What follows belongs to an exercise in optimizing a design on an open flow for small area, a short achievable clock period and few clock cycles per item; a production flow would make more cautious choices.
The RTL was checked by simulation tests, not by an equivalence proof against the original design.

## main
==> flow/design.v (excerpt) <==
module seal_engine (
    input  wire         clk,
    input  wire         rst,
    input  wire         in_valid,
    output wire         in_ready,
    input  wire [127:0] in_key,
    input  wire [16:0]  in_line,
    input  wire [255:0] in_data,
    output reg          out_valid,
    output wire [255:0] out_data
);
    reg         run;         
    reg [5:0]   cnt;         
    reg         fin1;        
    reg [127:0] state;       
    reg [127:0] mu;          
    reg [63:0]  mi;          
    reg [127:0] t0, t1;      
    reg [127:0] rk;          
    reg [15:0]  km;          
    reg [31:0]  kw3;         
    reg  load1;                  
    reg  mid0;                   
    reg  mid1;                   
    reg  fin0;                   
    reg  last;                   
    reg  kfirst;                 
    reg  kstep;                  
    reg  start;                  
    reg  ksel;                   
    assign in_ready = mid1;
    assign out_data = {t0, t1};
    wire [31:0] k1w3   = ksel ? kw3 : rk[31:0];
    wire [31:0] k2w3   = kfirst ? kw3 : rk[31:0];
    wire [127:0] kin   = kfirst ? in_key : rk;
    wire [31:0] k1rot = {k1w3[23:0], k1w3[31:24]};
    wire [31:0] k2rot = {k2w3[23:0], k2w3[31:24]};
    wire [15:0] km_next;
    wire [31:0] sub_rot;
    genvar gi;
    generate
        for (gi = 0; gi < 4; gi = gi + 1) begin : g_ksbox
            seal_sbox_top u_top (.a(k1rot[8*gi +: 8]), .n(km_next[4*gi +: 4]));
  ...
==> flow/config.mk <==
export PLATFORM = sky130hd
export DESIGN_NAME = seal_engine
export DESIGN_NICKNAME = seal_engine
export VERILOG_FILES = /design/flow/design.v
export SDC_FILE = /design/flow/constraint.sdc
export NUM_CORES = 4
export LEC_CHECK = 0
export ABC_AREA = 1
export CAP_MARGIN = 20
export CORE_MARGIN = 2
export CORE_UTILIZATION = 40
export SLEW_MARGIN = 20
==> flow/constraint.sdc <==
create_clock -name core_clock -period 11.0 [get_ports {clk}]
set_input_delay 2.2000 -clock core_clock [delete_from_list [all_inputs] [get_ports {clk}]]
set_output_delay 2.2000 -clock core_clock [all_outputs]
set_load 0.01 [all_outputs]
run.sh (not shown) runs the stock make flow with config.mk's settings and CLKGATE_MAP_FILE= SYNTH_SCRIPT=/design/flow/synth_recipe.tcl, a recipe that flattens the netlist after the stock synthesis.
main ended with every stage complete and zero timing, DRC or antenna violations.
Testbench counts of main, summed over its fixed seeds: cycles 15,384, lines 384.
--- input diff main..the feature branch ---
==> flow/flow/run.sh (new file) <==
#!/bin/bash
# Own layout flow: the standard synthesis, then the combinational logic of
# its netlist is mapped again to the standard cells with flow/remap.abc (the
# registers stay the standard synthesis's cells, with their names), then the standard flow's
# standard layout from floorplan to finish on that netlist.
set -euo pipefail
W=$(pwd)
R=$W/orfs/results/$FLOW_PLATFORM/seal_engine/base
LIB=$FLOW_HOME/platforms/$FLOW_PLATFORM/lib/sky130_fd_sc_hd__tt_025C_1v80.lib
YOSYS=$(command -v yosys || echo /OpenROAD-flow-scripts/tools/install/yosys/bin/yosys)

bash standard.sh synth > std_synth.log 2>&1

cp $R/1_2_yosys.v $W/std_1_2_yosys.v
# registers and tie cells stay as they are: blackbox stubs for their types
SEQ=$(grep -oE 'sky130_fd_sc_hd__[a-z0-9_]+' $W/std_1_2_yosys.v | sort -u \
      | grep -E '__(df|edf|sdf|sedf|dl|conb)' | sed 's/^/=/' | tr '\n' ' ')
cat > $W/remap.ys <<EOT
read_liberty -lib $LIB
select $SEQ
write_verilog -blackboxes -selected $W/remap_stubs.v
design -reset
read_liberty -wb -ignore_miss_func $LIB
read_verilog -lib -overwrite $W/remap_stubs.v
read_verilog $W/std_1_2_yosys.v
hierarchy -check -top $FLOW_TOP
flatten -wb
opt_clean -purge
tee -o $W/remap_before.txt stat
abc -script $W/flow/remap.abc -liberty $LIB -dont_use *lpflow* -dont_use *probe* -constr $W/remap.constr -D 11000
opt_clean -purge
hilomap -singleton -hicell sky130_fd_sc_hd__conb_1 HI -locell sky130_fd_sc_hd__conb_1 LO
splitnets
opt_clean -purge
rename -hide w:* i:* %d o:* %d
tee -o $W/remap_stat.txt stat -liberty $LIB
write_verilog -noattr -noexpr -nohex -nodec $R/1_2_yosys.v
EOT
printf 'set_driving_cell sky130_fd_sc_hd__buf_1\nset_load 5\n' > $W/remap.constr
$YOSYS -l $W/remap_yosys.log -q -s $W/remap.ys > /dev/null 2>&1
$YOSYS -l $W/remap_check.log -q -p "read_liberty -lib $LIB; read_verilog $R/1_2_yosys.v; hierarchy -check -top $FLOW_TOP; check -assert" > /dev/null 2>&1
rm -f $R/1_synth.odb $R/1_synth.sdc

bash standard.sh SETUP_SLACK_MARGIN=6.5 finish > std_finish.log 2>&1
==> flow/flow/remap.abc (new file) <==
strash
dc2
&get -n
&st
&dch -f
&nf
&put
buffer -c
upsize -c
dnsize -c
==> flow/standard.sh (new file) <==
#!/bin/bash
# synth_recipe.tcl (not shown) runs the flow's synth.tcl, then flattens the netlist and writes it again
# the make line also repeats each setting of config.mk as NAME=value (left out here)
make -C /OpenROAD-flow-scripts/flow DESIGN_CONFIG=/design/flow/config.mk WORK_HOME=/design/flow/orfs CLKGATE_MAP_FILE= SYNTH_SCRIPT=/design/flow/synth_recipe.tcl "${@:-finish}"
removed: flow/run.sh
[summary]
[the feature branch vs main] number of buffers outside the clock class in the layout: lower in the feature branch. Against main as the reference, the feature branch delivers a lower placement row count. Of the feature branch and main, it is the feature branch that has the lower tap cell instance count. The feature branch against main; global-route wire length before repair is down by more than a quarter. [compare] base=main new=the feature branch: number of nets with antenna violations after detailed routing neither gained nor lost much, die outline width lost 12%, wire length lost 37%.

## re-timing with driven ports
Ports are ideal in the flow. The routed layouts listed here were re-timed in OpenROAD.
Step 1: set_driving_cell puts a clkbuf_16 on clk and a buf_2 on each other input, an assumption about the parent block.
Step 2 also shifts input and output timing later by t, the mid clock arrival at the registers, as if the neighbouring blocks saw the same clock.
Three values: ideal, step 1, step 2; two values: the first two.
run	t, ns	setup slack, ns	clock arrival spread, ns	worst register clock-pin slew, ns	worst slew at a driven data input, ns
main	0.841	6.326 / 6.326 / 6.093	0.037 / 0.037	0.07 / 0.07	0.23
the feature branch	0.788	6.578 / 6.497 / 6.179	0.035 / 0.035	0.07 / 0.07	0.20
After both steps setup and hold are still met in every run listed. For the feature branch, which loses most, drivers alone change the setup slack by -0.081 ns; drivers and shift together by -0.399 ns.
